Source: an optimization exercise on an open RTL-to-GDS flow (aim: small area and a short achievable clock period). Production flows keep margins and buffers that such runs may drop.
At most, simulation tests tie the RTL to the original design; equivalence was not proved.
Power is estimated from default activity; no workload was simulated.

## cvt_lane
module cvt_lane (
    input  wire        clk,
    input  wire        rst,
    input  wire        in_valid,
    input  wire [31:0] in_src,       
    input  wire [7:0]  in_e,         
    input  wire [3:0]  in_fmt,       
    input  wire [1:0]  in_rm,        
    input  wire        in_sat,       
    input  wire [23:0] in_u,         
    output reg         out_valid,
    output reg  [31:0] out_res,      
    output reg         out_invalid,
    output reg         out_overflow
);
For scale: roughly 110 I/O pins, about 0.011 mm^2 of cells after synthesis.
Settings: LEC_CHECK=0, ABC_AREA=1, CAP_MARGIN=20, CORE_MARGIN=2, CORE_UTILIZATION=40, PLACE_DENSITY=0.6, SETUP_SLACK_MARGIN=0.5, SLEW_MARGIN=60; clock period 15.0 ns.
standard.sh (not shown) runs the stock make flow with config.mk's settings and CLKGATE_MAP_FILE= SYNTH_SCRIPT=/design/flow/synth_recipe.tcl, a recipe that flattens the netlist after the stock synthesis.
==> flow/flow/run.sh <==
#!/bin/bash
# Own flow: the standard layout, with one change to synthesis -- the
# combinational logic is mapped for area (flow/abc_area.script, no buffering
# or sizing) and without Yosys's full/half-adder extraction.  Registers,
# their names and their cells are exactly as in the standard synthesis.
set -euo pipefail
W=$PWD
rm -rf "$W/scripts_own"
cp -r "$FLOW_HOME/scripts" "$W/scripts_own"
sed -i -e 's/^  extract_fa .*$/  # extract_fa skipped/' \
       -e 's/^  techmap -map \$::env(ADDER_MAP_FILE)$/  # adder map skipped/' \
       "$W/scripts_own/synth.tcl"
grep -q "extract_fa skipped" "$W/scripts_own/synth.tcl"
cp "$W/flow/abc_area.script" "$W/scripts_own/abc_area.script"
bash "$W/standard.sh" SCRIPTS_DIR="$W/scripts_own" finish > "$W/standard.log" 2>&1
==> flow/flow/abc_area.script <==
strash
&get -n
&st
&dch
&nf -a
&put
strash
dch
map -a
topo
stime -c
The first run completed without violations.
Then changed:
==> flow/run.sh (new file) <==
#!/bin/bash
# synth_recipe.tcl (not shown) runs the flow's synth.tcl, then flattens the netlist and writes it again
# the make line also repeats each setting of config.mk as NAME=value (left out here)
make -C /OpenROAD-flow-scripts/flow DESIGN_CONFIG=/design/flow/config.mk WORK_HOME=/design/flow/orfs CLKGATE_MAP_FILE= SYNTH_SCRIPT=/design/flow/synth_recipe.tcl finish
--- a/flow/config.mk
+++ b/flow/config.mk
@@ -14 +14 @@
-export SLEW_MARGIN = 60
+export SLEW_MARGIN = 20
removed: flow/flow/run.sh
removed: flow/flow/abc_area.script
removed: flow/standard.sh
- power rises by 2.3%
- sequential power falls by about 2%
- global-route usage falls by 1.2 points
- cell count rises by 8.8%
- die area rises by 16%
- core utilization falls by 2.2 points
- sequential cell count stays the same
- wire length rises by 9.1%
- count of clock-buffer cells in the layout rises by 5
Then changed:
--- a/flow/config.mk
+++ b/flow/config.mk
@@ -14 +14 @@
-export SLEW_MARGIN = 20
+export SLEW_MARGIN = 60
=> Cell area is about the same. Routed wire length is about the same. Sequential power stays flat. Via count went down by 0.69%. Area after synthesis stays the same.
No functional check of the RTL was part of any run of this note.

* * *

## run 1
cvt_lane, a different RTL version from the one above (not shown whole).
Size in the first run: ~1,600 cells after synthesis, ~220 flip-flops, about 110 I/O pins.
Settings: LEC_CHECK=0, ABC_AREA=1, CAP_MARGIN=20, CORE_MARGIN=2, CORE_UTILIZATION=60, CTS_CLUSTER_DIAMETER=100, CTS_CLUSTER_SIZE=30, PLACE_DENSITY=0.75, SETUP_SLACK_MARGIN=0.5, SLEW_MARGIN=80; clock period 15.0 ns.
==> flow/flow/run.sh <==
#!/bin/bash
# Own flow: the standard layout, with one change to synthesis: the
# combinational logic is mapped by flow/abc_area.script (a delay-targeted
# map with area recovery, then ABC's buffering and sizing) and Yosys's
# full/half-adder extraction is skipped.  Registers, their names and their
# cells are exactly as in the standard synthesis.  Every input port gets a
# buf_1 buffer and every output port a buf_2 (the standard flow puts
# clkdlybuf4s50_1 on both).
set -euo pipefail
W=$PWD
rm -rf "$W/scripts_own"
cp -r "$FLOW_HOME/scripts" "$W/scripts_own"
sed -i -e 's/^  extract_fa .*$/  # extract_fa skipped/' \
       -e 's/^  techmap -map \$::env(ADDER_MAP_FILE)$/  # adder map skipped/' \
       "$W/scripts_own/synth.tcl"
grep -q "extract_fa skipped" "$W/scripts_own/synth.tcl"
cp "$W/flow/abc_area.script" "$W/scripts_own/abc_area.script"
# port buffers: buf_1 on the inputs, buf_2 on the outputs
sed -i 's/^    buffer_ports {\*}\[env_var_or_empty BUFFER_PORTS_ARGS\]$/    buffer_ports -inputs -buffer_cell sky130_fd_sc_hd__buf_1\n    buffer_ports -outputs -buffer_cell sky130_fd_sc_hd__buf_2/' \
    "$W/scripts_own/global_place.tcl"
grep -q "buffer_ports -outputs" "$W/scripts_own/global_place.tcl"
bash "$W/standard.sh" SCRIPTS_DIR="$W/scripts_own" finish > "$W/standard.log" 2>&1
==> flow/flow/abc_area.script <==
strash
dch
map -D 2400
strash
dch
map -D 2400
topo
stime -c
buffer -c
upsize -c
dnsize -c
Looking at the reports, run 1 completed the entire flow and the layout it produced met the timing, DRC and antenna checks.
Input changes introduced in run 2 (baseline for comparison: run 1):
Settings: CTS_CLUSTER_SIZE changed from 30 to 16; CTS_CLUSTER_DIAMETER changed from 100 to 50; SLEW_MARGIN changed from 80 to 70.
==> flow/flow/abc_area.script <==
strash
dch
map -D 2600
strash
dch
map -D 2600
topo
stime -c
buffer -c
upsize -c
dnsize -c
Results
- | filler cell count | higher: run 2 |
- Comparing run 1 against run 2, there is no change at all in number of resized instances in the post-cts repair step.
- Between run 1 and run 2, total power increased.
- The lower reg-to-reg setup timing slack came out of run 2.
- Run 2 vs. run 1: global-route usage climbed 0.17 points; fraction of cell area in non-clock buffers dropped 1.2 points; utilization dropped 2.7 points; post-synthesis share of cell area spent on xor and xnor gates barely changed.
What run 3 does differently from run 2 at the input level:
Settings: changing CTS_CLUSTER_SIZE from 16 to 30; changing CTS_CLUSTER_DIAMETER from 50 to 100.
==> flow/flow/abc_area.script <==
strash
dch
map -D 2400
strash
dch
map -D 2400
topo
stime -c
buffer -c
upsize -c
dnsize -c
--- outcome ---
Looking at worst setup skew after layout across both flows, run 3 is the weaker of the two, with run 2 ahead.
Final instance area was higher in the run labelled run 2.
Cmp run 3 vs run 2: distinct cell type count after synthesis lower in run 3
Compared with run 2, power in run 3 decreased by more than 10%.
For the non-clock buffer count, run 3 came in about 2.6% higher than run 2 did.
The depth of the worst register-to-register path number comes out higher for run 2 vs run 3.
When run 3 is set beside run 2, its worst-case vdd ir drop turns out to be 29% larger.
Across both runs, internal power component was lower for run 3 than for run 2.
Of the two values seen for dominant power group, registers was produced by run 3 and combinational logic by run 2.
[inputs] run 4 vs run 3
Settings: a change of SLEW_MARGIN from 70 to 60.
[summary]
Looking at wire length on met1, run 4 sits 2.0% higher than run 3 does.
Cmp run 4 vs run 3: area of all placed cells without fillers lower in run 4
Run 3 leaves less setup margin than run 4.

-- re-timing with driven ports --
No port has a modelled driver above. Below, the same layouts with a new extraction and two added sets of constraints.
Step 1 (the two cells are an assumption about what drives the block):
set clk [get_ports {clk}]
set_driving_cell -lib_cell sky130_fd_sc_hd__clkbuf_16 $clk
set_driving_cell -lib_cell sky130_fd_sc_hd__buf_2 [delete_from_list [all_inputs] $clk]
Step 2 also shifts input and output timing later by t, the mid clock arrival at the registers, as if the neighbouring blocks saw the same clock.
a / b / c = no drivers / after step 1 / after step 2; a / b = the first two.
| run | shift t [ns] | slack for setup (ns) | worst setup path after step 2 | clock arrival spread, ns |
|---|---|---|---|---|
| the first run of note 1 | 0.571 | 9.680 / 9.680 / 9.680 | register to register | 0.013 / 0.013 |
| the second run of note 1 | 0.592 | 10.467 / 10.467 / 10.467 | register to register | 0.021 / 0.020 |
| the third run of note 1 | 0.581 | 10.605 / 10.553 / 10.730 | register to register | 0.009 / 0.009 |
| run 1 | 0.511 | 11.036 / 10.989 / 11.340 | register to register | 0.018 / 0.018 |
| run 2 | 0.536 | 11.061 / 11.014 / 11.257 | register to register | 0.017 / 0.017 |
| run 3 | 0.506 | 11.071 / 11.026 / 11.261 | register to register | 0.023 / 0.023 |
| run 4 | 0.511 | 11.076 / 11.029 / 11.114 | register to register | 0.015 / 0.016 |
After both steps setup and hold are still met in every run listed.
